What follows belongs to an exercise in optimizing a design on an open flow for small area, a short achievable clock period and few clock cycles per item; a production flow would make more cautious choices.
Only simulation tests tie the RTL to the original design; equivalence was not proved.
Power figures rest on the tool's default switching activity, not on a simulated workload.

$ cat flow/run.sh
#!/bin/bash
# Standard layout, with timing repair aiming well below the clock period.
set -euo pipefail
export SETUP_SLACK_MARGIN=${MARGIN:-11}
bash standard.sh > standard.log 2>&1
$ cat standard.sh
#!/bin/bash
# synth_recipe.tcl (not shown) runs the flow's synth.tcl, then flattens the netlist and writes it again
# the make line also repeats each setting of config.mk as NAME=value (left out here)
make -C /OpenROAD-flow-scripts/flow DESIGN_CONFIG=/design/flow/config.mk WORK_HOME=/design/flow/orfs CLKGATE_MAP_FILE= SYNTH_SCRIPT=/design/flow/synth_recipe.tcl "${@:-finish}"
$ cat config.mk
export PLATFORM = sky130hd
export DESIGN_NAME = conf_raymap
export DESIGN_NICKNAME = conf_raymap
export VERILOG_FILES = /design/flow/design.v
export SDC_FILE = /design/flow/constraint.sdc
export NUM_CORES = 4
export LEC_CHECK = 0
export ABC_CLOCK_PERIOD_IN_PS = 5000
export CAP_MARGIN = 20
export CORE_MARGIN = 2
export CORE_UTILIZATION = 40
export SLEW_MARGIN = 20
export TNS_END_PERCENT = 100
$ cat constraint.sdc
create_clock -name core_clock -period 20.0 [get_ports {clk}]
set_input_delay 4.0000 -clock core_clock [delete_from_list [all_inputs] [get_ports {clk}]]
set_output_delay 4.0000 -clock core_clock [all_outputs]
set_load 0.01 [all_outputs]
$ cat design.v
module conf_fdiv (
    input  wire               clk,
    input  wire               rst,
    input  wire               start,
    input  wire        [14:0] r0,
    input  wire        [31:0] q0,
    input  wire        [3:0]  cycles,
    input  wire               neg,
    input  wire        [14:0] divisor,
    output reg                busy,
    output wire signed [32:0] quot,
    output wire        [14:0] rem
);
    reg [14:0] r;
    reg [31:0] q;
    reg [14:0] d;
    reg [16:0] d3;
    reg        ng;
    reg [3:0]  cnt;
    function [16:0] step4;    
        input [14:0] rr;
        input [1:0]  b;
        input [14:0] dd;
        input [16:0] dd3;
        reg   [16:0] t;
        reg   [17:0] s1, s2, s3;
        begin
            t  = {rr, b};
            s1 = {1'b0, t} - {3'b0, dd};
            s2 = {1'b0, t} - {2'b0, dd, 1'b0};
            s3 = {1'b0, t} - {1'b0, dd3};
            if (!s3[17])      step4 = {2'd3, s3[14:0]};
            else if (!s2[17]) step4 = {2'd2, s2[14:0]};
            else if (!s1[17]) step4 = {2'd1, s1[14:0]};
            else              step4 = {2'd0, t[14:0]};
        end
    endfunction
    wire [16:0] s_hi = step4(r,           q[31:30], d, d3);
    wire [16:0] s_lo = step4(s_hi[14:0],  q[29:28], d, d3);
    always @(posedge clk) begin
        if (rst) begin
            busy <= 1'b0;
        end else if (start) begin
            r    <= r0;
            q    <= q0;
            d    <= divisor;
            d3   <= {2'b0, divisor} + {1'b0, divisor, 1'b0};
            ng   <= neg;
            cnt  <= cycles;
            busy <= 1'b1;
        end else if (busy) begin
            r   <= s_lo[14:0];
            q   <= {q[27:0], s_hi[16:15], s_lo[16:15]};
            cnt <= cnt - 4'd1;
            if (cnt == 4'd1) busy <= 1'b0;
        end
    end
    wire rnz = (r != 15'd0);
    assign quot = !ng ? $signed({1'b0, q}) :
                  rnz ? $signed(~{1'b0, q}) : -$signed({1'b0, q});
    assign rem  = (ng && rnz) ? (d - r) : r;
endmodule
module conf_raymap (
    input  wire        clk,
    input  wire        rst,
    input  wire [12:0] cfg_hogels_x,
    input  wire [12:0] cfg_hogels_y,
    input  wire [4:0]  cfg_views_u,
    input  wire [4:0]  cfg_views_v,
    input  wire [1:0]  cfg_lens_type,
    input  wire [1:0]  cfg_layout,
    input  wire [1:0]  cfg_view_flip,
    input  wire [7:0]  cfg_slant_p,
    input  wire [4:0]  cfg_slant_q,
    input  wire [14:0] cfg_pitch_x,
    input  wire [14:0] cfg_pitch_y,
    input  wire        req_valid,
    output wire        req_ready,
    input  wire [15:0] req_px,
    input  wire [15:0] req_py,
    input  wire [1:0]  req_k,
    output wire        map_req,
    output wire [23:0] map_addr,
    input  wire        map_ack,
    input  wire [63:0] map_data,
    output wire        res_valid,
    input  wire        res_ready,
    output wire [1:0]  res_kind,
    output wire [29:0] res_ray,
    output wire [1:0]  res_colour
);
    localparam [1:0] K_MAPPED = 2'd0, K_UNMAPPED = 2'd1, K_BLACK = 2'd2;
    reg [12:0] c_hx, c_hy;
    reg [4:0]  c_nu, c_nv;
    reg [1:0]  c_lens, c_lay, c_flip;
    reg [5:0]  c_pabs;
    reg        c_pneg;
    reg [4:0]  c_q;
    reg [14:0] c_px, c_py;
    reg [8:0]  c_nuv;
    wire [7:0] pneg_in = 8'd0 - cfg_slant_p;
    always @(posedge clk) begin
        if (rst) begin
            c_hx   <= cfg_hogels_x;
            c_hy   <= cfg_hogels_y;
            c_nu   <= cfg_views_u;
            c_nv   <= cfg_views_v;
            c_lens <= cfg_lens_type;
            c_lay  <= cfg_layout;
            c_flip <= cfg_view_flip;
            c_pneg <= cfg_slant_p[7];
            c_pabs <= cfg_slant_p[7] ? pneg_in[5:0] : cfg_slant_p[5:0];
            c_q    <= cfg_slant_q;
            c_px   <= cfg_pitch_x;
            c_py   <= cfg_pitch_y;
            c_nuv  <= cfg_views_u * cfg_views_v;
        end
    end
    wire        lens0 = (c_lens == 2'd0);
    wire        lens1 = (c_lens == 2'd1);
    wire        lens2 = (c_lens == 2'd2);
    wire        mode3 = !lens1 && c_lay[1];
    wire [13:0] hpx   = c_px[14:1];
    wire [13:0] hpy   = c_py[14:1];
    reg  [15:0] q_px [0:1];
    reg  [15:0] q_py [0:1];
    reg  [1:0]  q_k  [0:1];
    reg  [1:0]  q_li [0:1];
    reg  [2:0]  q_oh [0:1];
    reg  [16:0] q_pm [0:1];    
    reg  [1:0]  q_cnt;
    wire [1:0]  n_li = mode3 ? req_k : 2'd0;
    wire [2:0]  n_oh = !mode3 ? 3'b001 : (req_k == 2'd0) ? 3'b001 : (req_k == 2'd1) ? 3'b010 : 3'b100;
    wire [16:0] n_pm = {1'b0, req_px} - 17'd1;
    assign req_ready = (q_cnt != 2'd2);
    wire   push = req_valid && req_ready;
    wire   pop;
    always @(posedge clk) begin
        if (rst) begin
            q_cnt <= 2'd0;
        end else begin
            if (pop) begin
                q_px[0] <= q_px[1]; q_py[0] <= q_py[1]; q_k[0] <= q_k[1];
                q_li[0] <= q_li[1]; q_pm[0] <= q_pm[1]; q_oh[0] <= q_oh[1];
            end
            if (push) begin
                if (q_cnt == 2'd0 || (q_cnt == 2'd1 && pop)) begin
                    q_px[0] <= req_px; q_py[0] <= req_py; q_k[0] <= req_k;
                    q_li[0] <= n_li; q_pm[0] <= n_pm; q_oh[0] <= n_oh;
                end else begin
                    q_px[1] <= req_px; q_py[1] <= req_py; q_k[1] <= req_k;
                    q_li[1] <= n_li; q_pm[1] <= n_pm; q_oh[1] <= n_oh;
                end
            end
            q_cnt <= q_cnt + {1'b0, push} - {1'b0, pop};
        end
    end
    wire        hv    = (q_cnt != 2'd0);
    wire [15:0] h_px  = q_px[0];
    wire [15:0] h_py  = q_py[0];
    wire [1:0]  h_k   = q_k[0];
    wire [1:0]  h_li  = q_li[0];
    wire [2:0]  h_oh  = q_oh[0];
    wire [16:0] h_pm  = q_pm[0];
    wire [1:0]  h_col = c_lay[0] ? (2'd2 - h_k) : h_k;
    wire [25:0] h_px768 = {h_px, 9'd0} + {1'b0, h_px, 8'd0};
    wire [25:0] h_x0 = (lens1 || c_lay[1]) ? (h_px768 + 26'd384)
                                           : (h_px768 + {15'd0, h_k, 8'd0} + 26'd128);
    wire [7:0]  h_k85 = {h_k, 6'd0} + {2'd0, h_k, 4'd0} + {4'd0, h_k, 2'd0} + {6'd0, h_k};
    wire [23:0] h_y  = mode3 ? ({h_py, 8'd0} + 24'd43 + {16'd0, h_k85})
                             : ({h_py, 8'd0} + 24'd128);
    reg         dx_start, dy_start;
    reg  [14:0] dx_r0, dy_r0, dx_d, dy_d;
    reg  [31:0] dx_q0, dy_q0;
    reg  [3:0]  dx_cyc, dy_cyc;
    reg         dx_neg, dy_neg;
    wire        dx_busy, dy_busy;
    wire signed [32:0] dx_quot, dy_quot;
    wire [14:0] dx_rem, dy_rem;
    conf_fdiv u_dx (.clk(clk), .rst(rst), .start(dx_start), .r0(dx_r0), .q0(dx_q0),
                    .cycles(dx_cyc), .neg(dx_neg), .divisor(dx_d),
                    .busy(dx_busy), .quot(dx_quot), .rem(dx_rem));
    conf_fdiv u_dy (.clk(clk), .rst(rst), .start(dy_start), .r0(dy_r0), .q0(dy_q0),
                    .cycles(dy_cyc), .neg(dy_neg), .divisor(dy_d),
                    .busy(dy_busy), .quot(dy_quot), .rem(dy_rem));
    reg         m_start;
    reg  [23:0] m_ain;
    reg  [12:0] m_bin;
    reg  [31:0] m_acc, m_a;
    reg  [12:0] m_b;
    reg         m_busy;
    always @(posedge clk) begin
        if (rst) begin
            m_busy <= 1'b0;
        end else if (m_start) begin
            m_acc  <= 32'd0;
            m_a    <= {8'd0, m_ain};
            m_b    <= m_bin;
            m_busy <= (m_bin != 13'd0);
        end else if (m_busy) begin
            m_acc <= m_acc + (m_b[0] ? m_a : 32'd0) + (m_b[1] ? {m_a[30:0], 1'b0} : 32'd0)
                           + (m_b[2] ? {m_a[29:0], 2'b0} : 32'd0);
            m_a   <= {m_a[28:0], 3'b000};
            m_b   <= {3'b000, m_b[12:3]};
            if (m_b[12:3] == 10'd0) m_busy <= 1'b0;
        end
    end
    reg [25:0] k256q, k768q;
    reg [14:0] k256r, k768r;
    reg [24:0] kdyq;
    reg [14:0] kdyr;
    reg signed [15:0] kdsq;
    reg [4:0]  kdsr;
    reg         l_v    [0:2];
    reg  [15:0] l_px   [0:2];
    reg  [1:0]  l_k    [0:2];
    reg  [15:0] l_py   [0:2];
    reg  signed [32:0] l_x [0:2];
    reg         l_axv  [0:2];
    reg  [27:0] l_axq  [0:2];
    reg  [14:0] l_axr  [0:2];
    reg         l_yunm [0:2];
    reg  [11:0] l_hy   [0:2];
    reg  [15:0] l_ylow [0:2];
    reg  [14:0] l_yr   [0:2];
    reg  [23:0] l_rb   [0:2];
    reg  signed [31:0] l_s [0:2];    
    reg  [4:0]  l_sr   [0:2];
    reg         l_ayv  [0:2];        
    reg         l_may  [0:2];        
    reg         c_v    [0:2];
    reg  [23:0] c_tag  [0:2];
    reg         c_blk  [0:2];
    reg  signed [11:0] c_rot [0:2];
    reg  signed [11:0] c_scl [0:2];
    reg  signed [32:0] c_eaq [0:2];
    reg  [14:0] c_ear  [0:2];
    reg  signed [32:0] c_ebq [0:2];
    reg  [14:0] c_ebr  [0:2];
    reg  [29:0] c_rb   [0:2];
    reg         c_wide [0:2];    
    localparam [3:0] S_PRE = 4'd0, S_PREW = 4'd1, S_RUN = 4'd2,
                     S_LR0 = 4'd3, S_LR1 = 4'd4, S_LR2 = 4'd5, S_LR3 = 4'd6,
                     S_AXR = 4'd7, S_AXW = 4'd8, S_PRE2 = 4'd9, S_RS0 = 4'd10,
                     S_RS1 = 4'd11, S_LR2B = 4'd12, S_AXC = 4'd13, S_AXC2 = 4'd14,
                     S_PRE3 = 4'd15;
    reg [3:0] state;
    reg         t_yout, t_rbok, t_lr;
    reg  [1:0]  t_c3;
    reg  [11:0] t_ohy;
    localparam [1:0] FE_IDLE = 2'd0, FE_RD = 2'd1, FE_ST = 2'd2, FE_W = 2'd3;
    reg  [1:0]  fe;
    reg         f_pf;
    wire        lr_want;
    wire        fe_yield = (fe == FE_IDLE) || (f_pf && fe == FE_W);
    wire        fe_abort;
    wire        fe_start;
    reg  [23:0] f_idx, f_tag;
    reg  [1:0]  f_slot, last_cs;
    reg         f_blk;
    reg  signed [11:0] f_rot, f_scl;
    reg  signed [15:0] f_dx, f_dy;
    wire        L_v = (h_oh[0] & l_v[0]) | (h_oh[1] & l_v[1]) | (h_oh[2] & l_v[2]);
    wire [15:0] L_px = ({16{h_oh[0]}} & l_px[0]) | ({16{h_oh[1]}} & l_px[1]) | ({16{h_oh[2]}} & l_px[2]);
    wire [1:0]  L_k = ({2{h_oh[0]}} & l_k[0]) | ({2{h_oh[1]}} & l_k[1]) | ({2{h_oh[2]}} & l_k[2]);
    wire [15:0] L_py = ({16{h_oh[0]}} & l_py[0]) | ({16{h_oh[1]}} & l_py[1]) | ({16{h_oh[2]}} & l_py[2]);
    wire signed [32:0] L_x = $signed(({33{h_oh[0]}} & l_x[0]) | ({33{h_oh[1]}} & l_x[1]) | ({33{h_oh[2]}} & l_x[2]));
    wire        L_axv = (h_oh[0] & l_axv[0]) | (h_oh[1] & l_axv[1]) | (h_oh[2] & l_axv[2]);
    wire [27:0] L_axq = ({28{h_oh[0]}} & l_axq[0]) | ({28{h_oh[1]}} & l_axq[1]) | ({28{h_oh[2]}} & l_axq[2]);
    wire [14:0] L_axr = ({15{h_oh[0]}} & l_axr[0]) | ({15{h_oh[1]}} & l_axr[1]) | ({15{h_oh[2]}} & l_axr[2]);
    wire        L_yunm = (h_oh[0] & l_yunm[0]) | (h_oh[1] & l_yunm[1]) | (h_oh[2] & l_yunm[2]);
    wire [11:0] L_hy = ({12{h_oh[0]}} & l_hy[0]) | ({12{h_oh[1]}} & l_hy[1]) | ({12{h_oh[2]}} & l_hy[2]);
    wire [15:0] L_ylow = ({16{h_oh[0]}} & l_ylow[0]) | ({16{h_oh[1]}} & l_ylow[1]) | ({16{h_oh[2]}} & l_ylow[2]);
    wire [14:0] L_yr = ({15{h_oh[0]}} & l_yr[0]) | ({15{h_oh[1]}} & l_yr[1]) | ({15{h_oh[2]}} & l_yr[2]);
    wire [23:0] L_rb = ({24{h_oh[0]}} & l_rb[0]) | ({24{h_oh[1]}} & l_rb[1]) | ({24{h_oh[2]}} & l_rb[2]);
    wire signed [31:0] L_s = $signed(({32{h_oh[0]}} & l_s[0]) | ({32{h_oh[1]}} & l_s[1]) | ({32{h_oh[2]}} & l_s[2]));
    wire [4:0]  L_sr = ({5{h_oh[0]}} & l_sr[0]) | ({5{h_oh[1]}} & l_sr[1]) | ({5{h_oh[2]}} & l_sr[2]);
    wire        L_ayv = (h_oh[0] & l_ayv[0]) | (h_oh[1] & l_ayv[1]) | (h_oh[2] & l_ayv[2]);
    wire        L_may = (h_oh[0] & l_may[0]) | (h_oh[1] & l_may[1]) | (h_oh[2] & l_may[2]);
    wire        s_same = (h_px == L_px) && (h_k == L_k);
    wire        s_nk   = !mode3 && (h_px == L_px) && (h_k == L_k + 2'd1);
    wire        s_np   = (h_pm == {1'b0, L_px}) && (mode3 || (h_k == 2'd0 && L_k == 2'd2));
    wire        lhit   = L_v && (h_py == L_py) && (s_same || s_nk || s_np);
    wire        u256   = !lens1 && (s_nk || (s_np && !mode3));
    wire        u768   = s_np && (mode3 || lens1);
    wire [15:0] r256 = {1'b0, L_axr} + {1'b0, k256r};
    wire [15:0] r768 = {1'b0, L_axr} + {1'b0, k768r};
    wire        c256 = (r256 >= {1'b0, c_px});
    wire        c768 = (r768 >= {1'b0, c_px});
    wire [14:0] ar256 = c256 ? (r256[14:0] - c_px) : r256[14:0];
    wire [14:0] ar768 = c768 ? (r768[14:0] - c_px) : r768[14:0];
    wire [27:0] aq256a = L_axq + {2'd0, k256q};
    wire [27:0] aq256b = L_axq + {2'd0, k256q} + 28'd1;
    wire [27:0] aq768a = L_axq + {2'd0, k768q};
    wire [27:0] aq768b = L_axq + {2'd0, k768q} + 28'd1;
    wire [27:0] aq256 = c256 ? aq256b : aq256a;
    wire [27:0] aq768 = c768 ? aq768b : aq768a;
    wire [27:0] axq_n = u256 ? aq256 : u768 ? aq768 : L_axq;
    wire [14:0] axr_n = u256 ? ar256 : u768 ? ar768 : L_axr;
    wire signed [32:0] x256 = L_x + 33'sd256;
    wire signed [32:0] x768 = L_x + 33'sd768;
    wire signed [32:0] xn   = u256 ? x256 : u768 ? x768 : L_x;
    wire        inr    = !xn[32] && (xn < $signed({6'd0, c_px, 12'd0}));
    wire        need_ax = !L_yunm && inr && !L_axv;
    reg         v_r2;
    reg         r2_unm;
    reg  [11:0] r2_hx, r2_hy;
    reg  [15:0] r2_xlow, r2_ylow;
    reg  [14:0] r2_xr, r2_yr;
    reg  [23:0] r2_rb;
    reg  [1:0]  r2_col, r2_li;
    wire        r2_free;
    reg         t_nax;
    wire        r1_go = ((state == S_RUN && !L_may) || (state == S_AXC2 && !t_nax))
                        && hv && lhit && r2_free;
    assign pop = r1_go;
    function may_f;
        input signed [32:0] xv;
        begin
            may_f = xv[32] && (xv[32:10] == {23{1'b1}}) && (xv[9:8] != 2'b00);
        end
    endfunction
    wire        hxbig = ({1'b0, r2_hx} >= c_hx);
    wire        unm2  = r2_unm || hxbig;
    wire [23:0] tag   = {r2_hy, r2_hx};
    wire        ch0   = c_v[0] && (c_tag[0] == tag);
    wire        ch1   = c_v[1] && (c_tag[1] == tag);
    wire        ch2   = c_v[2] && (c_tag[2] == tag);
    wire        chit  = ch0 || ch1 || ch2;
    wire [1:0]  cs    = ch0 ? 2'd0 : ch1 ? 2'd1 : 2'd2;
    wire        e_free;
    wire        r2_emit = v_r2 && (unm2 || chit) && e_free;
    wire        r2_miss = v_r2 && !unm2 && !chit;
    assign r2_free = !v_r2 || r2_emit;
    always @(posedge clk) begin
        if (rst) begin
            v_r2 <= 1'b0;
        end else if (r1_go) begin
            v_r2 <= 1'b1;
        end else if (r2_emit) begin
            v_r2 <= 1'b0;
        end
        if (r1_go) begin
            r2_unm  <= L_yunm || !inr;
            r2_hx   <= axq_n[27:16];
            r2_hy   <= L_hy;
            r2_xlow <= axq_n[15:0];
            r2_xr   <= axr_n;
            r2_ylow <= L_ylow;
            r2_yr   <= L_yr;
            r2_rb   <= L_rb;
            r2_col  <= h_col;
            r2_li   <= h_li;
        end
    end
    wire        yout_c = (h_y >= {c_py, 12'd0});
    wire [11:0] hy_c   = dy_quot[27:16];
    wire signed [32:0] x_c = $signed({7'd0, h_x0}) - L_s
                             - ((lens2 && L_hy[0]) ? $signed({19'd0, hpx}) : 33'sd0);
    wire        rs_ok  = L_v && L_ayv && ({1'b0, h_py} == {1'b0, L_py} + 17'd1);
    wire [15:0] ys     = {1'b0, L_yr} + {1'b0, kdyr};
    wire        cy     = (ys >= {1'b0, c_py});
    wire [14:0] yr_n   = cy ? (ys[14:0] - c_py) : ys[14:0];
    wire [28:0] ay_na  = {1'b0, L_hy, L_ylow} + {4'd0, kdyq};
    wire [28:0] ay_nb  = {1'b0, L_hy, L_ylow} + {4'd0, kdyq} + 29'd1;
    wire [28:0] ay_n   = cy ? ay_nb : ay_na;
    wire [11:0] hy_n   = ay_n[27:16];
    wire [5:0]  ss     = {1'b0, L_sr} + {1'b0, kdsr};
    wire        csl    = (ss >= {1'b0, c_q});
    wire [4:0]  sr_n   = csl ? (ss[4:0] - c_q) : ss[4:0];
    wire signed [31:0] s_n = L_s + kdsq + $signed({31'd0, csl});
    wire        hy_same = (L_hy == t_ohy);
    wire        hy_inc  = (L_hy == t_ohy + 12'd1);
    wire [23:0] rb_inc  = L_rb + {11'd0, c_hx};
    wire [16:0] r3w     = {1'b0, k256r, 1'b0} + {2'b0, k256r};
    wire [1:0]  c3      = (r3w >= {1'b0, c_px, 1'b0}) ? 2'd2 : (r3w >= {2'b0, c_px}) ? 2'd1 : 2'd0;
    wire        lx_inr = !L_x[32] && (L_x < $signed({6'd0, c_px, 12'd0}));
    wire signed [16:0] cxa     = $signed({3'd0, hpx}) + f_dx;
    wire signed [16:0] cya     = $signed({3'd0, hpy}) + f_dy;
    wire [16:0] cxn = 17'd0 - cxa;
    wire [16:0] cyn = 17'd0 - cya;
    wire [15:0] cxm = cxa[16] ? cxn[15:0] : cxa[15:0];
    wire [15:0] cym = cya[16] ? cyn[15:0] : cya[15:0];
    wire        cxs = (cxm < {1'b0, c_px});    
    wire        cys = (cym < {1'b0, c_py});
    always @(*) begin
        dx_start = 1'b0; dx_r0 = 15'd0; dx_q0 = 32'd0; dx_cyc = 4'd7; dx_neg = 1'b0; dx_d = c_px;
        dy_start = 1'b0; dy_r0 = 15'd0; dy_q0 = 32'd0; dy_cyc = 4'd7; dy_neg = 1'b0; dy_d = c_py;
        m_start  = 1'b0; m_ain = 24'd0; m_bin = 13'd0;
        case (state)
            S_PRE: begin
                dx_start = 1'b1; dx_q0 = 32'h1000_0000;
                dy_start = 1'b1; dy_q0 = 32'h1000_0000;
            end
            S_PREW: if (!dx_busy && !dy_busy) begin
                dx_start = lens0; dx_q0 = {2'd0, c_pabs, 8'd0, 16'd0}; dx_cyc = 4'd4;
                dx_neg = c_pneg; dx_d = {10'd0, c_q};
            end
            S_LR0: begin
                dy_start = !yout_c;
                dy_r0 = {3'd0, h_y[23:12]}; dy_q0 = {h_y[11:0], 20'd0};
                m_start = lens0; m_ain = h_y; m_bin = {7'd0, c_pabs};
            end
            S_LR1: begin
                dx_start = !m_busy;
                dx_q0 = m_acc; dx_cyc = 4'd8; dx_neg = c_pneg; dx_d = {10'd0, c_q};
            end
            S_LR2B: begin
                dx_start = !L_yunm && lx_inr;
                dx_r0 = L_x[26:12]; dx_q0 = {L_x[11:0], 20'd0};
                m_start = !L_yunm && !t_rbok; m_ain = {11'd0, c_hx}; m_bin = {1'b0, L_hy};
            end
            S_AXR: begin
                dx_start = 1'b1;
                dx_r0 = L_x[26:12]; dx_q0 = {L_x[11:0], 20'd0};
            end
            default: ;
        endcase
        if (fe_start) begin
                dx_start = 1'b1; dx_neg = !cxa[16] && (cxa != 17'sd0);
                if (cxs) begin dx_r0 = cxm[14:0]; dx_cyc = 4'd4; end
                else     begin dx_q0 = {cxm, 16'd0}; dx_cyc = 4'd8; end
                dy_start = 1'b1; dy_neg = !cya[16] && (cya != 17'sd0);
                if (cys) begin dy_r0 = cym[14:0]; dy_cyc = 4'd4; end
                else     begin dy_q0 = {cym, 16'd0}; dy_cyc = 4'd8; end
                m_start = 1'b1; m_ain = f_idx; m_bin = {4'd0, c_nuv};
        end
    end
    integer i, j;
    always @(posedge clk) begin
        if (rst) begin
            state <= S_PRE;
            for (i = 0; i < 3; i = i + 1) begin
                l_v[i] <= 1'b0;
            end
        end else begin
            if (r1_go) begin
                l_px[h_li]  <= h_px;
                l_k[h_li]   <= h_k;
                l_x[h_li]   <= xn;
                l_axq[h_li] <= axq_n;
                l_axr[h_li] <= axr_n;
                l_axv[h_li] <= L_axv && inr;
                l_may[h_li] <= !(L_axv && inr) && !L_yunm && may_f(xn);
            end
            case (state)
                S_PRE:  state <= S_PREW;
                S_PREW: if (!dx_busy && !dy_busy) begin
                    k256q <= dx_quot[25:0]; k256r <= dx_rem;
                    kdyq  <= dy_quot[24:0]; kdyr  <= dy_rem;
                    state <= S_PRE2;
                end
                S_PRE2: begin
                    t_c3  <= c3;
                    state <= S_PRE3;
                end
                S_PRE3: if (!dx_busy) begin
                    k768q <= {k256q[24:0], 1'b0} + k256q + {24'd0, t_c3};
                    k768r <= r3w[14:0] - ((t_c3 == 2'd2) ? {c_px[13:0], 1'b0} : (t_c3 == 2'd1) ? c_px : 15'd0);
                    kdsq  <= lens0 ? dx_quot[15:0] : 16'sd0;
                    kdsr  <= lens0 ? dx_rem[4:0] : 5'd0;
                    state <= S_RUN;
                end
                S_RUN: begin
                    if (hv && !lhit && fe_yield) begin
                        state <= rs_ok ? S_RS0 : S_LR0;
                    end else if (hv && lhit && L_may) begin
                        state      <= S_AXC;
                    end
                end
                S_AXC: begin
                    t_nax <= need_ax;
                    state <= S_AXC2;
                end
                S_AXC2: begin
                    if (t_nax) begin
                        if (fe_yield) begin
                            l_px[h_li] <= h_px;
                            l_k[h_li]  <= h_k;
                            l_x[h_li]  <= xn;
                            state      <= S_AXR;
                        end
                    end else if (r1_go) begin
                        state <= S_RUN;
                    end
                end
                S_LR0: begin
                    t_yout <= yout_c;
                    state  <= lens0 ? S_LR1 : S_LR2;
                end
                S_LR1: if (!m_busy) state <= S_LR2;
                S_LR2: if (!dx_busy && !dy_busy) begin
                    l_py[h_li]   <= h_py;
                    l_ayv[h_li]  <= !t_yout;
                    l_hy[h_li]   <= hy_c;
                    l_ylow[h_li] <= dy_quot[15:0];
                    l_yr[h_li]   <= dy_rem;
                    l_s[h_li]    <= lens0 ? dx_quot[31:0] : 32'sd0;
                    l_sr[h_li]   <= lens0 ? dx_rem[4:0] : 5'd0;
                    t_lr         <= 1'b1;
                    state        <= S_RS1;
                end
                S_RS0: begin
                    l_py[h_li]   <= h_py;
                    l_ayv[h_li]  <= !ay_n[28];
                    l_hy[h_li]   <= hy_n;
                    l_ylow[h_li] <= ay_n[15:0];
                    l_yr[h_li]   <= yr_n;
                    l_s[h_li]    <= lens0 ? s_n : 32'sd0;
                    l_sr[h_li]   <= sr_n;
                    t_ohy        <= L_hy;
                    t_lr         <= 1'b0;
                    state        <= S_RS1;
                end
                S_RS1: begin
                    l_yunm[h_li] <= !L_ayv || ({1'b0, L_hy} >= c_hy);
                    l_px[h_li]   <= h_px;
                    l_k[h_li]    <= h_k;
                    l_x[h_li]    <= x_c;
                    if (!t_lr && hy_inc) l_rb[h_li] <= rb_inc;
                    t_rbok       <= !t_lr && (hy_same || hy_inc);
                    state        <= S_LR2B;
                end
                S_LR2B: begin
                    l_axv[h_li]  <= lx_inr && !L_yunm;
                    l_may[h_li]  <= !lx_inr && !L_yunm && may_f(L_x);
                    state        <= S_LR3;
                end
                S_LR3: if (!dx_busy && !m_busy) begin
                    l_v[h_li]    <= 1'b1;
                    l_axq[h_li]  <= dx_quot[27:0];
                    l_axr[h_li]  <= dx_rem;
                    if (!t_rbok) l_rb[h_li] <= m_acc[23:0];
                    state        <= S_RUN;
                end
                S_AXR: state <= S_AXW;
                S_AXW: if (!dx_busy) begin
                    l_axv[h_li] <= 1'b1;
                    l_may[h_li] <= 1'b0;
                    l_axq[h_li] <= dx_quot[27:0];
                    l_axr[h_li] <= dx_rem;
                    state       <= S_RUN;
                end
                default: state <= S_PRE;
            endcase
        end
    end
    wire [11:0] nhx    = r2_hx + 12'd1;
    wire [23:0] ntag   = {r2_hy, nhx};
    wire        nh0    = c_v[0] && (c_tag[0] == ntag);
    wire        nh1    = c_v[1] && (c_tag[1] == ntag);
    wire        nh2    = c_v[2] && (c_tag[2] == ntag);
    wire        pf_req = !mode3 && v_r2 && !unm2 && chit && !(nh0 || nh1 || nh2)
                         && ({1'b0, nhx} < c_hx);
    wire [1:0]  cs1    = (cs == 2'd2) ? 2'd0 : cs + 2'd1;
    wire [1:0]  lcs1   = (last_cs == 2'd2) ? 2'd0 : last_cs + 2'd1;
    wire [1:0]  dem_slot = mode3 ? r2_li : lcs1;
    wire        dem_ok   = !(v1 && e_cs == dem_slot);
    wire        pf_ok    = !(v1 && e_cs == cs1);
    wire        abort    = fe_abort;
    wire [11:0] chx      = f_tag[11:0] + 12'd1;
    wire [23:0] ctag     = {f_tag[23:12], chx};
    wire [1:0]  cvict    = (f_slot == 2'd2) ? 2'd0 : f_slot + 2'd1;
    wire        cch      = (c_v[0] && c_tag[0] == ctag) || (c_v[1] && c_tag[1] == ctag)
                           || (c_v[2] && c_tag[2] == ctag);
    wire        cvbusy   = (cvict == 2'd0) ? ch0 : (cvict == 2'd1) ? ch1 : ch2;
    wire        chain_ok = !mode3 && !f_pf && ({1'b0, chx} < c_hx) && !cch && (state == S_RUN)
                           && !(v1 && e_cs == cvict) && !(v_r2 && cvbusy);
    assign lr_want  = hv && (!lhit || L_may);
    assign fe_abort = ((state == S_RUN && lr_want) || (state == S_AXC2 && t_nax)) && f_pf && (fe == FE_W);
    assign fe_start = (fe == FE_ST) && !f_blk && (state == S_RUN || state == S_AXC || state == S_AXC2);
    always @(posedge clk) begin
        if (rst) begin
            fe      <= FE_IDLE;
            last_cs <= 2'd0;
            for (j = 0; j < 3; j = j + 1) begin
                c_v[j] <= 1'b0;
            end
        end else begin
            if (r2_emit && !unm2) last_cs <= cs;
            case (fe)
                FE_IDLE: if (r2_miss) begin
                    if (dem_ok) begin
                        f_pf   <= 1'b0;
                        f_idx  <= r2_rb + {12'd0, r2_hx};
                        f_tag  <= tag;
                        f_slot <= dem_slot;
                        c_v[dem_slot] <= 1'b0;
                        fe     <= FE_RD;
                    end
                end else if (pf_req && state == S_RUN && pf_ok) begin
                    f_pf   <= 1'b1;
                    f_idx  <= r2_rb + {12'd0, nhx};
                    f_tag  <= ntag;
                    f_slot <= cs1;
                    c_v[cs1] <= 1'b0;
                    fe     <= FE_RD;
                end
                FE_RD: if (map_ack) begin
                    f_dx  <= map_data[15:0];
                    f_dy  <= map_data[31:16];
                    f_blk <= map_data[56];
                    f_rot <= map_data[43:32];
                    f_scl <= map_data[55:44];
                    fe    <= FE_ST;
                end
                FE_ST: begin
                    if (fe_start || f_blk) fe <= FE_W;
                end
                FE_W: begin
                    if (r2_miss && tag == f_tag) f_pf <= 1'b0;
                    if (!f_blk && (dx_busy || dy_busy || m_busy)) begin
                        if (abort || (f_pf && r2_miss && tag != f_tag)) fe <= FE_IDLE;
                    end else begin
                        c_tag[f_slot] <= f_tag;
                        c_blk[f_slot] <= f_blk;
                        c_rot[f_slot] <= f_rot;
                        c_scl[f_slot] <= f_scl;
                        c_eaq[f_slot] <= dx_quot;
                        c_ear[f_slot] <= dx_rem;
                        c_ebq[f_slot] <= dy_quot;
                        c_ebr[f_slot] <= dy_rem;
                        c_rb[f_slot]  <= m_acc[29:0];
                        c_wide[f_slot] <= !((dx_quot[32:17] == {16{dx_quot[32]}}) && !(!dx_quot[32] && dx_quot[16]))
                                       || !((dy_quot[32:17] == {16{dy_quot[32]}}) && !(!dy_quot[32] && dy_quot[16]));
                        c_v[f_slot]   <= 1'b1;
                        if (chain_ok) begin
                            f_pf        <= 1'b1;
                            f_tag       <= ctag;
                            f_idx       <= f_idx + 24'd1;
                            f_slot      <= cvict;
                            c_v[cvict]  <= 1'b0;
                            fe          <= FE_RD;
                        end else begin
                            fe          <= FE_IDLE;
                        end
                    end
                end
                default: fe <= FE_IDLE;
            endcase
        end
    end
    assign map_req  = (fe == FE_RD);
    assign map_addr = f_idx;
    reg  vsk;
    wire en = !vsk;
    reg  v1, v2, v3, v4, v5;
    reg  ph;
    reg  [1:0]  e_kind, e_col, e_cs;
    reg  [15:0] e_xlow, e_ylow;
    reg  [14:0] e_xr, e_yr;
    reg  [1:0]  a_kind, a_col;
    reg  signed [33:0] a_a, a_b;
    reg  signed [11:0] a_rot, a_scl;
    reg  [29:0] a_rb;
    reg         wide_a;
    wire hold   = v2 && wide_a && !ph;
    wire e_adv  = en && !hold;
    assign e_free = !v1 || e_adv;
    always @(posedge clk) begin
        if (rst) begin
            v1 <= 1'b0;
        end else if (r2_emit) begin
            v1 <= 1'b1;
        end else if (e_adv) begin
            v1 <= 1'b0;
        end
        if (r2_emit) begin
            e_kind <= unm2 ? K_UNMAPPED : (c_blk[cs] ? K_BLACK : K_MAPPED);
            e_col  <= r2_col;
            e_cs   <= cs;
            e_xlow <= r2_xlow;
            e_xr   <= r2_xr;
            e_ylow <= r2_ylow;
            e_yr   <= r2_yr;
        end
    end
    wire [15:0] ca_s = {1'b0, e_xr} + {1'b0, c_ear[e_cs]};
    wire [15:0] cb_s = {1'b0, e_yr} + {1'b0, c_ebr[e_cs]};
    wire        ca   = (ca_s >= {1'b0, c_px});
    wire        cb   = (cb_s >= {1'b0, c_py});
    reg         a_ca, a_cb, a_lo;
    reg  signed [17:0] a_mA, a_mB;
    wire signed [33:0] sum_a = $signed({18'd0, e_xlow}) + c_eaq[e_cs];
    wire signed [33:0] sum_b = $signed({18'd0, e_ylow}) + c_ebq[e_cs];
    wire        nwide = (e_kind == K_MAPPED) && c_wide[e_cs];
    always @(posedge clk) begin
        if (rst) begin
            v2 <= 1'b0;
        end else if (e_adv) begin
            v2 <= v1;
        end
        if (e_adv) begin
            a_kind <= e_kind;
            a_col  <= e_col;
            a_a    <= sum_a;
            a_b    <= sum_b;
            a_mA   <= nwide ? $signed({sum_a[33], sum_a[33:17]}) : sum_a[17:0];
            a_mB   <= nwide ? $signed({sum_b[33], sum_b[33:17]}) : sum_b[17:0];
            a_lo   <= !nwide;
            a_ca   <= ca;
            a_cb   <= cb;
            a_rot  <= c_rot[e_cs];
            a_scl  <= c_scl[e_cs];
            a_rb   <= c_rb[e_cs];
            wide_a <= nwide;
        end else if (en && hold) begin
            a_mA   <= $signed({1'b0, a_a[16:0]});
            a_mB   <= $signed({1'b0, a_b[16:0]});
            a_lo   <= 1'b1;
        end
    end
    wire        lo_pass = a_lo;
    wire signed [17:0] m_A = a_mA;
    wire signed [17:0] m_B = a_mB;
    wire signed [12:0] sc1 = $signed({a_scl[11], a_scl});
    wire signed [35:0] pya = (lo_pass && a_ca) ? 36'sd65536 + sc1 : 36'sd0;
    wire signed [35:0] pyb = (lo_pass && a_cb) ? 36'sd65536 + sc1 : 36'sd0;
    wire signed [35:0] pra = (lo_pass && a_ca) ? $signed({{24{a_rot[11]}}, a_rot}) : 36'sd0;
    wire signed [35:0] prb = (lo_pass && a_cb) ? $signed({{24{a_rot[11]}}, a_rot}) : 36'sd0;
    wire signed [35:0] off = lo_pass ? 36'sd2147483648 : 36'sd0;
    wire signed [35:0] px1 = ($signed({{18{m_A[17]}}, m_A}) <<< 16) + a_scl * m_A + pya + off;
    wire signed [30:0] px2 = a_rot * m_B + $signed(prb[30:0]);
    wire signed [35:0] py1 = ($signed({{18{m_B[17]}}, m_B}) <<< 16) + a_scl * m_B + pyb + off;
    wire signed [30:0] py2 = a_rot * m_A + $signed(pra[30:0]);
    reg  signed [35:0] q_x1, q_y1;
    reg  signed [30:0] q_x2, q_y2;
    reg         q_hi;
    reg  signed [35:0] hi_a, hi_b;
    reg  [1:0]  p_kind, p_col;
    reg         p_wide;
    reg  [29:0] p_rb;
    always @(posedge clk) begin
        if (rst) begin
            v3   <= 1'b0;
            ph   <= 1'b0;
            q_hi <= 1'b0;
        end else if (en) begin
            q_hi <= hold;
            if (hold) begin
                v3 <= 1'b0;
                ph <= 1'b1;
            end else begin
                v3 <= v2;
                ph <= 1'b0;
            end
        end
        if (en) begin
            q_x1 <= px1;
            q_x2 <= px2;
            q_y1 <= py1;
            q_y2 <= py2;
            if (!hold) begin
                p_kind <= a_kind;
                p_col  <= a_col;
                p_wide <= wide_a;
                p_rb   <= a_rb;
            end
        end
    end
    wire signed [35:0] pa = q_x1 - q_x2;
    wire signed [35:0] pb = q_y1 + q_y2;
    always @(posedge clk) begin
        if (en && q_hi) begin
            hi_a <= pa;
            hi_b <= pb;
        end
    end
    wire signed [53:0] ta  = p_wide ? (($signed({{18{hi_a[35]}}, hi_a}) <<< 17) + q_x1 - q_x2)
                                    : $signed({{18{pa[35]}}, pa});
    wire signed [53:0] tb  = p_wide ? (($signed({{18{hi_b[35]}}, hi_b}) <<< 17) + q_y1 + q_y2)
                                    : $signed({{18{pb[35]}}, pb});
    reg  [1:0]  s_kind, s_col;
    reg         s_ua, s_oa, s_ub, s_ob;
    reg  [15:0] s_va, s_vb;
    reg  [29:0] s_rb;
    always @(posedge clk) begin
        if (rst) begin
            v4 <= 1'b0;
        end else if (en) begin
            v4 <= v3;
        end
        if (en) begin
            s_kind <= p_kind;
            s_col  <= p_col;
            s_ua   <= ta[53];
            s_oa   <= !ta[53] && (ta[52:32] != 21'd0);
            s_va   <= ta[31:16];
            s_ub   <= tb[53];
            s_ob   <= !tb[53] && (tb[52:32] != 21'd0);
            s_vb   <= tb[31:16];
            s_rb   <= p_rb;
        end
    end
    wire [20:0] upm = s_va * c_nu;
    wire [20:0] vpm = s_vb * c_nv;
    wire [3:0]  nu1 = c_nu[3:0] - 4'd1;
    wire [3:0]  nv1 = c_nv[3:0] - 4'd1;
    wire [3:0]  up  = s_ua ? 4'd0 : s_oa ? nu1 : upm[19:16];
    wire [3:0]  vp  = s_ub ? 4'd0 : s_ob ? nv1 : vpm[19:16];
    wire [3:0]  vu  = c_flip[0] ? (nu1 - up) : up;
    wire [3:0]  vv  = c_flip[1] ? (nv1 - vp) : vp;
    reg  [1:0]  w_kind, w_col;
    reg  [3:0]  w_vu, w_vv;
    reg  [29:0] w_rb;
    always @(posedge clk) begin
        if (rst) begin
            v5 <= 1'b0;
        end else if (en) begin
            v5 <= v4;
        end
        if (en) begin
            w_kind <= s_kind;
            w_col  <= s_col;
            w_vu   <= vu;
            w_vv   <= vv;
            w_rb   <= s_rb;
        end
    end
    wire [8:0]  w_vvnu = w_vv * c_nu;
    wire [29:0] w_ray = (w_kind == K_MAPPED) ? (w_rb + {21'd0, w_vvnu} + {26'd0, w_vu}) : 30'd0;
    reg         vo;
    reg  [1:0]  o_kind, o_col, k_kind, k_col;
    reg  [29:0] o_ray, k_ray;
    wire        o_free = !vo || res_ready;
    always @(posedge clk) begin
        if (rst) begin
            vo  <= 1'b0;
            vsk <= 1'b0;
        end else if (vsk) begin
            if (o_free) begin
                vo  <= 1'b1;
                vsk <= 1'b0;
            end
        end else if (o_free) begin
            vo <= v5;
        end else if (v5) begin
            vsk <= 1'b1;
        end
        if (vsk) begin
            if (o_free) begin
                o_kind <= k_kind; o_col <= k_col; o_ray <= k_ray;
            end
        end else if (o_free) begin
            o_kind <= w_kind; o_col <= w_col; o_ray <= w_ray;
        end else begin
            k_kind <= w_kind; k_col <= w_col; k_ray <= w_ray;
        end
    end
    assign res_valid  = vo;
    assign res_kind   = o_kind;
    assign res_ray    = o_ray;
    assign res_colour = o_col;
endmodule
==> results of run 1 <==
-- flip-flops by register name (all words and copies together), names as in the netlist, 45 cells and up, named ones only --
name	count
l_x	99
l_ylow	48
l_rb	72
l_axq	84
l_s	96
c_ebr	45
c_rb	90
c_ebq	99
c_ear	45
c_eaq	99
c_tag	72
l_axr	45
l_px	48
l_py	48
l_yr	45
-- power by group through the flow --
| stage | logic [mW] | registers [mW] | clock network (mW) |
|---|---|---|---|
| 2_1_floorplan | 9.55 | 7.47 | 0 |
| 3_3_place_gp | 13.1 | 7.72 | 0 |
| 3_5_place_dp | 13.3 | 7.73 | 0 |
| 4_1_cts | 13.4 | 7.62 | 5.85 |
| 5_1_grt | 15.0 | 7.66 | 6.05 |
| 6_report | 13.6 | 7.63 | 5.75 |
-- synthesized netlist by cell type (all sizes together), types with 166 or more instances --
cell type	instances
and2	646
nor3	268
ha	1563
a21o	303
nor2b	169
nand3	215
a21oi	940
nand2b	169
xor2	455
nor2	1102
edfxtp	2634
mux2i	284
xnor2	945
fa	1271
a222oi	166
clkbuf	561
nand2	1696
o21ai	882
inv	2131
-- kinds of logic after synthesis --
group | synth area share, %
AO/OA/AOI/OAI | 12.0
flip-flops | 40.0
buffers and inverters | 5.25
XOR/XNOR | 6.18
multiplexers | 2.00
AND/OR/NAND/NOR | 12.0
adder cells (fa/ha/maj) | 22.6
-- path summary, 6_finish.rpt --
check	end	slack (ns)	cells past startpoint
worst min register to register	p_rb[18]$_DFFE_PP_	0.36	0
worst min-delay path	p_rb[18]$_DFFE_PP_	0.36	0
worst max-delay path	l_axq[0][24]$_DFFE_PP_	11.74	27
worst max register to register	l_axq[0][24]$_DFFE_PP_	11.74	27
-- through the flow --
| step | setup slack, ns | std cells | total power, mW | hold slack (ns) |
|---|---|---|---|---|
| 5_1_grt | 11.22 | 25788 | 28.8 | 0.376 |
| 4_1_cts | 11.82 | 25784 | 26.9 | 0.372 |
| 3_5_place_dp | 11.72 | 25236 | 21.1 | 0.405 |
| 3_3_place_gp | 11.73 | 25235 | 20.9 | 0.400 |
| 6_report | 11.74 | 25811 | 26.9 | 0.364 |
| 2_1_floorplan | 10.43 | 18669 | 17.0 | 0.400 |
-- layer usage --
layer	share of wire, %	up-vias	routed length, um	track usage [%]
met4	4.8	20	28500	9.55
met2	45	4978	269000	37.5
met3	7.3	1008	43500	3.38
met5	0.022	-	132	0
met1	43	70713	257000	31.9
li1	-	66005	-	-
-- final cells by class --
type                            count  share of cell area [%]
Tap cell                         6655                    3.78
Timing Repair Buffer              548                    2.19
Multi-Input combinational cell  13237                    49.6
Clock buffer                      349                    3.56
Sequential cell                  2664                    36.2
Inverter                         2133                    3.64
Clock inverter                    199                    1.01
Antenna cell                       26                  0.0295
==> flow_summary.ini, run 1 <==
[timing]
fin_crit_ns = 8.26
max_freq_mhz = 121
tns_ns = 0
min_period_over_period_pct = 41.3
slew_headroom_pct = 19.1
hold_viol = 0
finalClockSkew_ns = 0.0929
worst_pin_slew_ns = 1.21
rsz0062_at_grt = no
maxSlewViolCount = 0
setup_viol = 0

[final_layout]
fin_nets = 21909
fill_cells = 46567
design_area_um2 = 220000
multiInputGateArea_um2 = 109000
utilization_pct = 44.4
most-common-layout-cells = edfxtp_1 (2,634), inv_1 (2,126), nand2_1 (1,695)
syn_to_final_growth_pct = 10.7
drive_above_1_share_pct = 5.53
register_area_um2 = 79700
final_common_cell = edfxtp_1

[status]
outcome = complete, no violations

[setup_path]
required_ns = 20.87
crit_slowest_cell = nand3_1
crit_arrival_ns = 9.12
startpoint = q_oh[0][1]$_DFFE_PN_
cp_top_family = simple AND/OR/NAND/NOR gates
cpMostUsedCell = nand2_1
critPathLaunchType = flip-flop
crit_type = flip-flop to flip-flop
critPathBufInv = 2
r2r-start = q_oh[0][1]$_DFFE_PN_
crit_path_max_incr_delay_ns = 0.67
path_max_fanout = 100
cp-end-kind = flip-flop

[job]
cap_violations = 0

[clocking]
cts_setup_buffers = 0
hold_buffers = 0
cts_resized = 0
clk_pin_slew_worst_paths_ns = 0.06
clockBufferDepth = 4
root_buffer = clkbuf_16
cts.sinks = 2664
cts_htree_levels = 5
cts_made_buffers = 303
tritoncts = built
clkLatencyLatePin_ns = 1.01

[place]
gp_congestion = 0.950
port_buffers = 240
dp_hpwl_mm = 450
dpl_cell_area_um2 = 210000

[synth]
ys_seq_area_share_pct = 40.0
async_flop_share_pct = 0
synth_nets = 21691
synth-edff-count = 2634
synth_area_leaders = edfxtp_1 (40%), fa_1 (13%), ha_1 (9.8%), xnor2_1 (4.2%), inv_1 (4.0%)
yosysWarnings = 8
synthFlopType = edfxtp_1
syn_area_um2 = 199000
synth_area_per_cell_um2 = 10.7
netlist_instances = 18669
ys_ff_latch = 2664
yosysTopAreaCellShare_pct = 39.7
synth_cell_types = 102
yosys.area.top_type = edfxtp_1

[grt]
grtUsageTotal_pct = 23.4
grt_pass1_wl_mm = 891
grt_pass1_vias = 140345
grt_max_degree = 147
antenna_found_initial = 56
gr-total-overflow = 0

[pwr]
power.share.clock_pct = 21.3
power_frac_comb_pct = 50.3
swShare_pct = 42.0
seqPwrFrac_pct = 28.3
cellLeakagePower_nw = 88.4
vdd_ir_drop_max_v = 0.000165
power_density_nw_per_um2 = 122
p_switching_mw = 11.3
internal_power_mw = 15.6

[routing]
drc = 0
drtAntennaViolNets = 0
vias = 142724
wl_mm = 598
drtIter0Drc = 13794
via_per_inst = 5.53
wl_per_cell_um = 23.2
first_pass_iters = 9

[floorplanning]
num_rows = 259
dieArea_um2 = 503000
initial_core_util_pct = 40.1
design.core.area_um2 = 496000
die_h_um = 709
die_x_um = 709
io_pins = 249

[hold_path]
hold_class = flip-flop to flip-flop
hp-start = a_rb[18]$_DFFE_PP_
Testbench counts, summed over its fixed seeds: cycles 18,113, items 11,520.
==> run 2: changes to the inputs <==
==> flow/run.sh (replaced) <==
#!/bin/bash
# Standard layout, with timing repair aiming well below the clock period.
set -euo pipefail
export SETUP_SLACK_MARGIN=${MARGIN:-12}
bash standard.sh > standard.log 2>&1
==> flow_summary.ini, run 2 <==
[routing]
first_pass_iters = 9
met3WireLength_mm = 42.3
wl_mm = 600
vias = 141769
drc = 0
drtAntennaViolNets = 0
route.met2.wl_mm = 269
top_layer_used = met5
wl_per_cell_um = 23.2
drt-met1-wl_mm = 257
drtIter0Drc = 12952
via_per_inst = 5.49

[timing]
setup_viol = 0
rsz0062_at_grt = no
max_freq_mhz = 129
hold_viol = 0
min_period_over_period_pct = 38.7
slew_headroom_pct = 14.4
finalClockSkew_ns = 0.0743
fin_crit_ns = 7.74
tns_ns = 0
maxSlewViolCount = 0
worst_pin_slew_ns = 1.28

[hold_path]
hp-start = r2_xlow[12]$_DFFE_PP_
hold_class = flip-flop to flip-flop

[synth]
netlist_instances = 18669
synth_area_per_cell_um2 = 10.7
synth_common_cells = edfxtp_1 (2,634), inv_1 (2,129), nand2_1 (1,696), ha_1 (1,563), fa_1 (1,271)
ys_seq_area_share_pct = 40.0
synth_nets = 21691
yosysMostFrequentCell = edfxtp_1
synth-edff-count = 2634
async_flop_share_pct = 0
syn_area_um2 = 199000
synth_area_leaders = edfxtp_1 (40%), fa_1 (13%), ha_1 (9.8%), xnor2_1 (4.2%), inv_1 (4.0%)
ys_ff_latch = 2664
synth_cell_types = 102
synthFlopType = edfxtp_1
yosys.area.top_type = edfxtp_1
yosysWarnings = 8
yosysTopAreaCellShare_pct = 39.7

[grt]
grtUsageTotal_pct = 23.4
antenna_found_initial = 43
gr-total-overflow = 0
grt_max_degree = 134
grt_pass1_wl_mm = 892
grt_pass1_vias = 140265

[clocking]
cts.sinks = 2664
tritoncts = built
clockBufferDepth = 4
cts_htree_levels = 5
root_buffer = clkbuf_16
cts_made_buffers = 303
clkLatencyLatePin_ns = 1.00
clk_pin_slew_worst_paths_ns = 0.06

[pwr]
vdd_ir_drop_max_v = 0.000182
power.share.clock_pct = 21.1
swShare_pct = 41.9
cellLeakagePower_nw = 88.5
finalPower_mw = 26.9
power_frac_comb_pct = 50.5
p_switching_mw = 11.3
internal_power_mw = 15.6
seqPwrFrac_pct = 28.4
power_density_nw_per_um2 = 122

[final_layout]
utilization_pct = 44.4
syn_to_final_growth_pct = 10.8
reg.largest.list = c_eaq x99, c_ebq x99, l_x x99
final_common_cell = edfxtp_1
fin_nets = 21930
drive_above_1_share_pct = 5.73
fill_cells = 46758
most-common-layout-cells = edfxtp_1 (2,634), inv_1 (2,125), nand2_1 (1,692)

[floorplanning]
initial_core_util_pct = 40.1
die_x_um = 709
dieArea_um2 = 503000
io_pins = 249
die_h_um = 709
design.core.area_um2 = 496000
num_rows = 259

[status]
outcome = complete, no violations

[setup_path]
cpMostUsedCell = a21oi_1
crit_arrival_ns = 8.54
cp-end-kind = flip-flop
crit_slowest_cell = edfxtp_1
required_ns = 20.80
startpoint = u_dy.q[31]$_DFFE_PP_
path_max_fanout = 24
critPathLaunchType = flip-flop
crit_path_max_incr_delay_ns = 0.58
r2r-start = u_dy.q[31]$_DFFE_PP_
crit_type = flip-flop to flip-flop

[job]
cap_violations = 0

[place]
dp_hpwl_mm = 450
gp_congestion = 0.965
port_buffers = 240
run 2: cell counts after synthesis:
Identical to the previous run, type by type.
run 2: layer usage:
layer | track usage, % | vias to the layer above
met4 | 10.7 | 8
li1 | - | 66097
met2 | 37.2 | 4623
met5 | 0 | -
met3 | 3.35 | 1019
met1 | 31.9 | 70022
run 2: through the flow:
step,instance area (um2),setup slack (ns),hold slack (ns),instances
2_1_floorplan,199000,10.67,0.400,18669
3_3_place_gp,210000,10.93,0.400,25245
3_5_place_dp,210000,10.89,0.405,25247
4_1_cts,220000,12.02,0.402,25802
5_1_grt,221000,11.96,0.403,25812
6_report,221000,12.26,0.400,25827
run 2: path summary, 6_finish.rpt:
path / to / slack [ns] / cells after the start
setup reg to reg: u_dy.r[0]$_DFFE_PP_ / 12.26 / 27
setup / recovery: u_dy.r[0]$_DFFE_PP_ / 12.26 / 27
hold / removal: e_xlow[12]$_DFFE_PP_ / 0.40 / 0
hold reg to reg: e_xlow[12]$_DFFE_PP_ / 0.40 / 0
run 2: layout make-up:
type,count,area (um2),area share [%]
Multi-Input combinational cell,13237,110000,49.6
Clock buffer,368,7960,3.61
Timing Repair Buffer,569,5040,2.29
Inverter,2133,8030,3.64
Clock inverter,181,2000,0.904
Sequential cell,2664,79700,36.1
Antenna cell,20,50.0,0.0227
Tap cell,6655,8330,3.77
run 2: what timing repair did:
action                     in CTS  in global routing
hold buffers                    0                  0
setup endpoints to repair     229                150
cloned                          2                  0
resized for setup              10                 46
buffers inserted                4                  5
hold endpoints to repair        0                  0
pin swaps                       1                  1
run 2: cell families (layout without fill, tap and decap cells):
family	after synthesis	count (layout)	share of synthesized area, %
AOI/OAI and AO/OA	3653	3653	12.0
DFF	2664	2664	40.0
xor gates and xnor gates	1401	1401	6.18
muxes	384	384	2.00
and+or+nand+nor	4964	4964	12.0
other	0	20	0
buffers and inverters	2768	3251	5.25
adders and majority gates	2835	2835	22.6
run 2: power by group through the flow:
stage               registers (mW)  clock network (mW)  logic (mW)
finish                        7.62                5.68        13.6
global route                  7.66                5.99        15.0
CTS                           7.61                5.79        13.3
detailed placement            7.72                   0        13.2
global placement              7.72                   0        13.0
floorplan                     7.47                   0        9.55
run 2: critical path: cells and delay by family, from the launching register on:
kind / cells / cell delay [ns]
AOI/OAI and AO/OA: 17 / 3.99
adders and majority gates: 3 / 0.98
buffers and inverters: 3 / 0.56
DFF: 1 / 0.58
muxes: 2 / 0.83
and+or+nand+nor: 2 / 0.61
==> run 3: changes to the inputs <==
--- a/design.v
+++ b/design.v
@@ -98,6 +98,7 @@
     reg [4:0]  c_q;
     reg [14:0] c_px, c_py;
     reg [8:0]  c_nuv;
+    reg [18:0] c_b256, c_b768;    
     wire [7:0] pneg_in = 8'd0 - cfg_slant_p;
     always @(posedge clk) begin
         if (rst) begin
@@ -114,6 +115,8 @@
             c_px   <= cfg_pitch_x;
             c_py   <= cfg_pitch_y;
             c_nuv  <= cfg_views_u * cfg_views_v;
+            c_b256 <= {cfg_pitch_x, 4'd0} - 19'd1;
+            c_b768 <= {cfg_pitch_x, 4'd0} - 19'd3;
         end
     end
     wire        lens0 = (c_lens == 2'd0);
@@ -207,6 +210,7 @@
     end
     reg [25:0] k256q, k768q;
     reg [14:0] k256r, k768r;
+    reg [14:0] k256c, k768c;    
     reg [24:0] kdyq;
     reg [14:0] kdyr;
     reg signed [15:0] kdsq;
@@ -283,12 +287,10 @@
     wire        lhit   = L_v && (h_py == L_py) && (s_same || s_nk || s_np);
     wire        u256   = !lens1 && (s_nk || (s_np && !mode3));
     wire        u768   = s_np && (mode3 || lens1);
-    wire [15:0] r256 = {1'b0, L_axr} + {1'b0, k256r};
-    wire [15:0] r768 = {1'b0, L_axr} + {1'b0, k768r};
-    wire        c256 = (r256 >= {1'b0, c_px});
-    wire        c768 = (r768 >= {1'b0, c_px});
-    wire [14:0] ar256 = c256 ? (r256[14:0] - c_px) : r256[14:0];
-    wire [14:0] ar768 = c768 ? (r768[14:0] - c_px) : r768[14:0];
+    wire        c256 = (L_axr >= k256c);
+    wire        c768 = (L_axr >= k768c);
+    wire [14:0] ar256 = c256 ? (L_axr - k256c) : (L_axr + k256r);
+    wire [14:0] ar768 = c768 ? (L_axr - k768c) : (L_axr + k768r);
     wire [27:0] aq256a = L_axq + {2'd0, k256q};
     wire [27:0] aq256b = L_axq + {2'd0, k256q} + 28'd1;
     wire [27:0] aq768a = L_axq + {2'd0, k768q};
@@ -300,7 +302,10 @@
     wire signed [32:0] x256 = L_x + 33'sd256;
     wire signed [32:0] x768 = L_x + 33'sd768;
     wire signed [32:0] xn   = u256 ? x256 : u768 ? x768 : L_x;
-    wire        inr    = !xn[32] && (xn < $signed({6'd0, c_px, 12'd0}));
+    wire        inr0   = !L_x[32] && (L_x[32:12] < {6'd0, c_px});
+    wire        inr256 = ($signed(L_x[32:8]) >= -25'sd1) && ($signed(L_x[32:8]) < $signed({6'd0, c_b256}));
+    wire        inr768 = ($signed(L_x[32:8]) >= -25'sd3) && ($signed(L_x[32:8]) < $signed({6'd0, c_b768}));
+    wire        inr    = u256 ? inr256 : u768 ? inr768 : inr0;
     wire        need_ax = !L_yunm && inr && !L_axv;
     reg         v_r2;
     reg         r2_unm;
@@ -368,12 +373,16 @@
     wire [5:0]  ss     = {1'b0, L_sr} + {1'b0, kdsr};
     wire        csl    = (ss >= {1'b0, c_q});
     wire [4:0]  sr_n   = csl ? (ss[4:0] - c_q) : ss[4:0];
-    wire signed [31:0] s_n = L_s + kdsq + $signed({31'd0, csl});
+    wire signed [31:0] s_na = L_s + kdsq;
+    wire signed [31:0] s_nb = L_s + kdsq + 32'sd1;
+    wire signed [31:0] s_n  = csl ? s_nb : s_na;
     wire        hy_same = (L_hy == t_ohy);
     wire        hy_inc  = (L_hy == t_ohy + 12'd1);
     wire [23:0] rb_inc  = L_rb + {11'd0, c_hx};
     wire [16:0] r3w     = {1'b0, k256r, 1'b0} + {2'b0, k256r};
     wire [1:0]  c3      = (r3w >= {1'b0, c_px, 1'b0}) ? 2'd2 : (r3w >= {2'b0, c_px}) ? 2'd1 : 2'd0;
+    wire [16:0] px3     = {2'b0, c_px} + {1'b0, c_px, 1'b0};
+    wire [16:0] k3c     = ((t_c3 == 2'd2) ? px3 : (t_c3 == 2'd1) ? {1'b0, c_px, 1'b0} : {2'b0, c_px}) - r3w;
     wire        lx_inr = !L_x[32] && (L_x < $signed({6'd0, c_px, 12'd0}));
     wire signed [16:0] cxa     = $signed({3'd0, hpx}) + f_dx;
     wire signed [16:0] cya     = $signed({3'd0, hpy}) + f_dy;
@@ -455,6 +464,8 @@
                     state <= S_PRE3;
                 end
                 S_PRE3: if (!dx_busy) begin
+                    k256c <= c_px - k256r;
+                    k768c <= k3c[14:0];
                     k768q <= {k256q[24:0], 1'b0} + k256q + {24'd0, t_c3};
                     k768r <= r3w[14:0] - ((t_c3 == 2'd2) ? {c_px[13:0], 1'b0} : (t_c3 == 2'd1) ? c_px : 15'd0);
                     kdsq  <= lens0 ? dx_quot[15:0] : 16'sd0;
==> flow/run.sh (replaced) <==
#!/bin/bash
# Standard layout, with timing repair aiming well below the clock period.
set -euo pipefail
export SETUP_SLACK_MARGIN=${MARGIN:-13}
bash standard.sh > standard.log 2>&1
==> flow_summary.ini, run 3 <==
[timing]
worst_pin_slew_ns = 1.21
setup_viol = 0
min_period_over_period_pct = 35.7
hold_viol = 0
rsz0062_at_grt = yes
slew_headroom_pct = 19.0
max_freq_mhz = 140
finalClockSkew_ns = 0.148
fin_crit_ns = 7.15
maxSlewViolCount = 0
tns_ns = 0

[setup_path]
required_ns = 20.67
crit_path_max_incr_delay_ns = 0.58
crit_slowest_cell = fa_1
cp-end-kind = flip-flop
critPathBufInv = 6
path_max_fanout = 2
cpMostUsedCell = fa_1
critPathLaunchType = flip-flop
crit_arrival_ns = 7.82
cp_top_family = adder cells
crit_type = flip-flop to flip-flop

[floorplanning]
die_h_um = 715
design.core.area_um2 = 505000
dieArea_um2 = 512000
die_x_um = 715
initial_core_util_pct = 40.1
num_rows = 261
io_pins = 249

[grt]
grt_pass1_vias = 144236
antenna_found_initial = 41
grtUsageTotal_pct = 23.6
grt_pass1_wl_mm = 914
gr-total-overflow = 0
grt_max_degree = 112

[routing]
first_pass_iters = 10
via_per_inst = 5.52
drtAntennaViolNets = 0
drc = 0
drtIter0Drc = 13498
wl_per_cell_um = 23.5
wl_mm = 621
vias = 146051

[pwr]
cellLeakagePower_nw = 92.2
power_density_nw_per_um2 = 120
vdd_ir_drop_max_v = 0.000171

[synth]
synth_nets = 22111
synthFlopType = edfxtp_1
yosysMostFrequentCell = edfxtp_1
netlist_instances = 19043
synth_area_per_cell_um2 = 10.6
yosys.area.top_type = edfxtp_1
yosysTopAreaCellShare_pct = 39.7
synth-edff-count = 2679
syn_area_um2 = 202000
synth_area_leaders = edfxtp_1 (40%), fa_1 (13%), ha_1 (9.9%), xnor2_1 (4.2%), inv_1 (4.1%)
ys_seq_area_share_pct = 40.0
ys_ff_latch = 2709
async_flop_share_pct = 0
synth_common_cells = edfxtp_1 (2,679), inv_1 (2,189), nand2_1 (1,751), ha_1 (1,607), fa_1 (1,273)
synth_cell_types = 114
yosysWarnings = 8

[place]
gp_congestion = 0.930
dpl_cell_area_um2 = 213000
dp_hpwl_mm = 450
port_buffers = 240

[job]
cap_violations = 0

[clocking]
clkLatencyLatePin_ns = 1.03
cts.sinks = 2709
cts_htree_levels = 5
root_buffer = clkbuf_16
cts_made_buffers = 313
clockBufferDepth = 4
tritoncts = built
hold_buffers = 0
clk_pin_slew_worst_paths_ns = 0.06

[hold_path]
hold_class = flip-flop to flip-flop

[final_layout]
design_area_um2 = 228000
most-common-layout-cells = edfxtp_1 (2,679), inv_1 (2,170), nand2_1 (1,744)
drive_above_1_share_pct = 7.51
syn_to_final_growth_pct = 12.6
reg.largest.list = c_eaq x99, c_ebq x99, l_x x99
final_common_cell = edfxtp_1
fin_nets = 22567

[status]
outcome = complete, no violations
==> run 3: cell types whose count changed in the layout (fill, tap and decap cells not counted), moves of 36 or more <==
cell      before   now
buf_4        313   419
a21oi_1      934   866
and2_1       639   584
nand2_1     1692  1744
buf_12         3    49
edfxtp_1    2634  2679
inv_1       2125  2170
nor2_1      1075  1117
nand3_1      212   248
==> run 3: worst register-to-register path: cells and delay by family, from the launching register on <==
kind,cells,cell delay (ns)
AOI/OAI and AO/OA,10,1.67
DFF,1,0.41
and+or+nand+nor,4,0.61
adders and majority gates,7,3.31
xor gates and xnor gates,1,0.08
buffers and inverters,6,0.78
==> run 3: kinds of logic (layout without fill, tap and decap cells) <==
kind of cell	Yosys count	in the layout	synth area share, %
flip-flops	2709	2709	40.0
XOR/XNOR	1464	1464	6.34
AO/OA/AOI/OAI	3680	3680	11.9
other	0	20	0
multiplexers	357	357	1.82
adder cells (fa/ha/maj)	2880	2880	22.5
AND/OR/NAND/NOR	5123	5124	12.1
buffers and inverters	2830	3537	5.34
==> run 3: area by class of cell <==
type | count | area [um2]
inverter | 2191 | 8260
sequential | 2709 | 81100
fill | 46964 | 277000
multi-input combinational | 13505 | 112000
clock buffer | 384 | 8220
antenna | 20 | 50.0
tap | 6706 | 8390
timing repair buffer | 779 | 7930
clock inverter | 183 | 1930
==> run 3: path summary, 6_finish.rpt <==
check	slack (ns)	depth (start not counted)	from	end
worst max register to register	12.85	28	a_scl[11]$_DFFE_PP_	q_y1[33]$_DFFE_PN_
worst min-delay path	0.40	0	r2_xlow[8]$_DFFE_PP_	e_xlow[8]$_DFFE_PP_
worst min register to register	0.40	0	r2_xlow[8]$_DFFE_PP_	e_xlow[8]$_DFFE_PP_
worst max-delay path	12.85	28	a_scl[11]$_DFFE_PP_	q_y1[33]$_DFFE_PN_
==> run 3: routing by layer <==
| layer | share of wire (%) | vias up | global-route usage (%) |
|---|---|---|---|
| met2 | 45 | 4784 | 38.0 |
| met4 | 5.1 | 14 | 10.0 |
| met5 | 0.016 | - | 0 |
| met3 | 7.3 | 1096 | 3.60 |
| met1 | 42 | 72465 | 31.6 |
| li1 | - | 67692 | - |
==> run 3: power by group <==
group          total (mW)  internal (mW)  leakage (nW)  switching [mW]
registers            7.73           7.20          25.4           0.525
logic                13.8           5.51          61.9            8.26
clock network        5.78           3.30          4.90            2.48
==> run 3: what timing repair did <==
action                                  in CTS  in global routing
buffers inserted                            95                105
endpoints found under the setup margin     428                304
cloned                                      16                 16
pin swaps                                   41                118
gates resized for setup                    195                240
==> run 3: stage by stage <==
step / setup WS [ns] / hold slack [ns] / util, % / total power [mW] / std cells
floorplan: 10.68 / 0.400 / - / 16.8 / 19043
global placement: 11.45 / 0.401 / 42.3 / 20.4 / 25654
detailed placement: 11.42 / 0.405 / 42.3 / 20.6 / 25655
CTS: 12.93 / 0.405 / 44.7 / 26.8 / 26333
global route: 12.62 / 0.412 / 45.2 / 29.0 / 26459
finish: 12.85 / 0.397 / 45.2 / 27.3 / 26477
Testbench counts of run 3, summed over its fixed seeds: cycles 18,113, items 11,520.

afterwards: timing with drivers on the ports:
The results above use ideal ports. As a check the final layouts listed here were re-extracted and re-timed, cells and wires unchanged.
Step 1 assumes that a clkbuf_16 drives the clock port and a buf_2 every other input.
Step 2, shift: input delay + t, output delay - t, t = (earliest + latest rising clock arrival at the registers) / 2. This alone moves slack from input paths to output paths.
a / b / c = ideal ports / drivers / drivers and shift; a / b = the first two.
| run | t, ns | setup WS [ns] | hold WS [ns] | worst slew at a driven data input, ns |
|---|---|---|---|---|
| run 1 | 1.071 | 11.742 / 11.742 / 11.653 | 0.364 / 0.364 / 0.364 | 0.14 |
| run 2 | 1.081 | 12.263 / 12.263 / 11.525 | 0.400 / 0.400 / 0.400 | 0.15 |
| run 3 | 1.082 | 12.850 / 12.850 / 12.080 | 0.397 / 0.397 / 0.397 | 0.10 |
After both steps every run listed still meets setup and hold. For run 3, which loses most, drivers alone change the setup slack by 0.000 ns; drivers and shift together by -0.770 ns.
